From an optimization exercise on the open Yosys and OpenROAD flow, aimed at small area, a short achievable clock period and few clock cycles per item; shortcuts taken in it are not production practice. Function was checked by simulation only, so behaviour that the tests miss may differ from the original. Power is estimated from default activity; no workload was simulated.

## contone_block_dec
module contone_block_dec (
    input  wire       clk,
    input  wire       rst,           
    input  wire       in_valid,      
    output reg        in_ready,
    input  wire [7:0] in_data,
    input  wire       n_valid,       
    output reg        n_ready,
    input  wire [7:0] n_data,
    input  wire       n_sol,         
    output reg        out_valid,     
    input  wire       out_ready,
    output reg  [7:0] out_data,
    output reg        out_last       
);
    reg  [23:0] bb;                  
    reg  [4:0]  bn;
    wire        in_fire = in_valid & in_ready;
    wire [1:0]  bm  = bn[4:3];
    wire [2:0]  pad = bn[2:0];
    reg  [21:0] bw;                      
    always @(*) begin
        case (bm)
            2'd0:    bw = {bb[6:0], 15'd0};
            2'd1:    bw = {bb[14:0], 7'd0};
            2'd2:    bw = bb[22:1];
            default: bw = {7'd0, bb[23:9]};
        endcase
    end
    wire [21:0] bws = bw >> pad;
    wire [14:0] win = bws[14:0];         
    wire [7:0]  hdr = (bm == 2'd3) ? bb[23:16] : (bm == 2'd2) ? bb[15:8] : bb[7:0];
    reg         active;              
    reg         kzero, kesc;         
    reg  [1:0]  sel_p;
    reg  [2:0]  sel_k;
    reg  [5:0]  cnt;                 
    reg  [1:0]  qa;                  
    reg         tv;
    reg  [7:0]  tz;
    reg  [3:0]  tp;                  
    reg         traw, tlast;
    reg         nv;
    reg  [7:0]  nr;
    reg         nsol;
    reg  [7:0]  nwp;                 
    reg  [8:0]  nd;                  
    reg         ndz;                 
    reg         sv;                  
    reg  [7:0]  sd;
    reg         sl;
    wire        fire = tv & nv & ~sv;
    wire        tadv = ~tv | fire;
    wire        n_fire = n_valid & n_ready;
    wire        ones8 = &win[14:7];
    reg  [7:0]  oh;                  
    reg  [2:0]  q;
    integer     qi;
    always @(*) begin
        oh = 8'd0;
        q  = 3'd0;
        for (qi = 7; qi >= 0; qi = qi - 1)
            if (!win[14-qi]) begin
                oh = 8'd1 << qi;
                q  = qi[2:0];
            end
    end
    reg  [6:0]  tail;                
  ...
Size in the first run: roughly 1000 cells after synthesis, ~110 flip-flops, about 9600 sq um of cells after synthesis.
export LEC_CHECK = 0
export CAP_MARGIN = 20
export CORE_MARGIN = 2
export CORE_UTILIZATION = 40
export SLEW_MARGIN = 20
create_clock -name core_clock -period 12.0 [get_ports {clk}]
standard.sh (not shown) runs the stock make flow with config.mk's settings and CLKGATE_MAP_FILE= SYNTH_SCRIPT=/design/flow/synth_recipe.tcl, a recipe that flattens the netlist after the stock synthesis.
==> flow/flow/run.sh <==
#!/bin/bash
# Standard layout with three changes after the standard synthesis: the
# slow delay buffers are not used for repair and port buffers, every port
# gets a plain buffer, and timing repair aims for 8.3 ns of setup slack.
set -euo pipefail
bash standard.sh synth > synth.log 2>&1
export DONT_USE_CELLS="sky130_fd_sc_hd__clkdlybuf4s15_1 sky130_fd_sc_hd__clkdlybuf4s15_2 sky130_fd_sc_hd__clkdlybuf4s18_1 sky130_fd_sc_hd__clkdlybuf4s18_2 sky130_fd_sc_hd__clkdlybuf4s25_1 sky130_fd_sc_hd__clkdlybuf4s25_2 sky130_fd_sc_hd__clkdlybuf4s50_1 sky130_fd_sc_hd__clkdlybuf4s50_2"
export BUFFER_PORTS_ARGS="-buffer_cell sky130_fd_sc_hd__buf_4"
export SETUP_SLACK_MARGIN=8.3
bash standard.sh > layout.log 2>&1
The starting point completed with no timing, DRC or antenna violations.
Testbench counts at the start, summed over its fixed seeds: cycles 169,781, blocks 2,560.
Change:
==> flow/flow/run.sh (replaced) <==
#!/bin/bash
# Standard layout with three changes after the standard synthesis: the
# slow delay buffers are not used for repair and port buffers, every port
# gets a plain buffer, and timing repair aims for 7.5 ns of setup slack.
set -euo pipefail
bash standard.sh synth > synth.log 2>&1
export DONT_USE_CELLS="sky130_fd_sc_hd__clkdlybuf4s15_1 sky130_fd_sc_hd__clkdlybuf4s15_2 sky130_fd_sc_hd__clkdlybuf4s18_1 sky130_fd_sc_hd__clkdlybuf4s18_2 sky130_fd_sc_hd__clkdlybuf4s25_1 sky130_fd_sc_hd__clkdlybuf4s25_2 sky130_fd_sc_hd__clkdlybuf4s50_1 sky130_fd_sc_hd__clkdlybuf4s50_2"
export BUFFER_PORTS_ARGS="-buffer_cell sky130_fd_sc_hd__buf_4"
export SETUP_SLACK_MARGIN=7.5
bash standard.sh > layout.log 2>&1
ABC_AREA = 1   (was default)
Outcome:
- routed wire length is lower by 5.6%
- cell count came out higher by 23%
- clock-buffer cell count is unchanged
- sequential share of layout area went up by 2.8 points
- worst setup slack loses 0.12 ns
Change:
ABC_AREA = default   (was 1)
Effect: The changed run passed the timing, DRC and antenna checks; wire length is lower by 3.2%; total power is higher by 4.9%; count of clock-buffer cells in the layout is higher by 1; maximum frequency is lower by 5.0%; final area is lower by 2.5%; via count is lower by 12%.
Change:
==> flow/run.sh (new file) <==
#!/bin/bash
# synth_recipe.tcl (not shown) runs the flow's synth.tcl, then flattens the netlist and writes it again
# the make line also repeats each setting of config.mk as NAME=value (left out here)
make -C /OpenROAD-flow-scripts/flow DESIGN_CONFIG=/design/flow/config.mk WORK_HOME=/design/flow/orfs CLKGATE_MAP_FILE= SYNTH_SCRIPT=/design/flow/synth_recipe.tcl finish
CAP_MARGIN = 50   (was 20)
SLEW_MARGIN = 80   (was 20)
removed: flow/flow/run.sh
removed: flow/standard.sh
What happened:
- The changed run finished with timing, DRC and antenna clean
- global-route usage is higher by 0.86 points
- via count is higher by a few percent
- routed wire length is higher by a few percent
- die area does not change
- sequential power is lower by a few percent
- clock skew is about the same
- final cell count is higher by a few percent
- setup slack loses 2.1 ns


contone_block_dec again, from the RTL that the note above started with.
clock: 12.0 ns
lec_check: 0
abc_area: 1
cap_margin: 20
core_margin: 2
core_utilization: 55
slew_margin: 20
==> flow/flow/run.sh <==
#!/bin/bash
# Standard layout with three changes after the standard synthesis: the
# slow delay buffers are not used for repair and port buffers, every port
# gets a plain buffer, and timing repair aims for 8.2 ns of setup slack.
set -euo pipefail
bash standard.sh synth > synth.log 2>&1
export DONT_USE_CELLS="sky130_fd_sc_hd__clkdlybuf4s15_1 sky130_fd_sc_hd__clkdlybuf4s15_2 sky130_fd_sc_hd__clkdlybuf4s18_1 sky130_fd_sc_hd__clkdlybuf4s18_2 sky130_fd_sc_hd__clkdlybuf4s25_1 sky130_fd_sc_hd__clkdlybuf4s25_2 sky130_fd_sc_hd__clkdlybuf4s50_1 sky130_fd_sc_hd__clkdlybuf4s50_2"
export BUFFER_PORTS_ARGS="-buffer_cell sky130_fd_sc_hd__buf_4"
export SETUP_SLACK_MARGIN=8.2
bash standard.sh > layout.log 2>&1
The baseline produced a clean layout.
Testbench counts at the start, summed over its fixed seeds: cycles 169,781, blocks 2,560.
Rerun with:
==> flow/run.sh (new file) <==
#!/bin/bash
# synth_recipe.tcl (not shown) runs the flow's synth.tcl, then flattens the netlist and writes it again
# the make line also repeats each setting of config.mk as NAME=value (left out here)
make -C /OpenROAD-flow-scripts/flow DESIGN_CONFIG=/design/flow/config.mk WORK_HOME=/design/flow/orfs CLKGATE_MAP_FILE= SYNTH_SCRIPT=/design/flow/synth_recipe.tcl finish
- ABC_AREA: 1 -> default
- CORE_UTILIZATION: 55 -> 40
removed: flow/flow/run.sh
removed: flow/standard.sh
- register-to-register slack loses 2.0 ns
- sequential power goes up by 5.6%
- power shrinks by 7.3%
- clock skew grows by 0.0035 ns
- routed wire length is lower by 10%
- clock power is about the same
Rerun with:
==> flow/flow/run.sh (new file) <==
#!/bin/bash
# Standard layout with three changes after the standard synthesis: the
# slow delay buffers are not used for repair and port buffers, every port
# gets a plain buffer, and timing repair aims for 8.2 ns of setup slack.
set -euo pipefail
bash standard.sh synth > synth.log 2>&1
export DONT_USE_CELLS="sky130_fd_sc_hd__clkdlybuf4s15_1 sky130_fd_sc_hd__clkdlybuf4s15_2 sky130_fd_sc_hd__clkdlybuf4s18_1 sky130_fd_sc_hd__clkdlybuf4s18_2 sky130_fd_sc_hd__clkdlybuf4s25_1 sky130_fd_sc_hd__clkdlybuf4s25_2 sky130_fd_sc_hd__clkdlybuf4s50_1 sky130_fd_sc_hd__clkdlybuf4s50_2"
export BUFFER_PORTS_ARGS="-buffer_cell sky130_fd_sc_hd__buf_4"
export SETUP_SLACK_MARGIN=8.2
bash standard.sh > layout.log 2>&1
==> flow/standard.sh (new file) <==
#!/bin/bash
# synth_recipe.tcl (not shown) runs the flow's synth.tcl, then flattens the netlist and writes it again
# the make line also repeats each setting of config.mk as NAME=value (left out here)
make -C /OpenROAD-flow-scripts/flow DESIGN_CONFIG=/design/flow/config.mk WORK_HOME=/design/flow/orfs CLKGATE_MAP_FILE= SYNTH_SCRIPT=/design/flow/synth_recipe.tcl "${@:-finish}"
- ABC_AREA: default -> 1
removed: flow/run.sh
Effect: The changed run finished with timing, DRC and antenna clean. Cell count is higher by a quarter to a third. Wire length climbs by roughly a tenth. Power goes up by a little under a tenth. Via count went up by a quarter to a third. Clock-buffer cell count stays the same. Design area went up by roughly a tenth.

-- port drivers added, routing unchanged --
The results above use ideal ports. As a check the final layouts listed here were re-extracted and re-timed, cells and wires unchanged. Step 1 sets driving cells, clkbuf_16 on the clock port and buf_2 on the other inputs (assumed; they add their load-dependent delay and slew). Step 2 times the ports against the registers' clock, not the clock port: input delays grow and output delays shrink by t, the midpoint of the rising clock arrivals with the driver on. Three values: ideal ports, drivers, drivers and shift; two values: the first two.
run | shift t [ns] | slack for setup (ns) | cell pins on the clock port's net
the first run of note 1 | 0.407 | 8.006 / 8.006 / 7.859 | 1
the second run of note 1 | 0.408 | 7.883 / 7.904 / 7.501 | 1
the third run of note 1 | 0.409 | 7.667 / 7.667 / 7.667 | 1
the fourth run of note 1 | 0.405 | 5.519 / 5.519 / 5.519 | 1
the first run of note 2 | 0.407 | 8.319 / 8.342 / 7.935 | 1
the second run of note 2 | 0.412 | 6.452 / 6.452 / 6.452 | 1
the third run of note 2 | 0.407 | 8.290 / 8.317 / 7.910 | 1
After both steps every run listed still meets setup and hold. The setup slack of the first run of note 2, which loses most, moves by +0.023 ns with the drivers and by -0.384 ns with both steps.
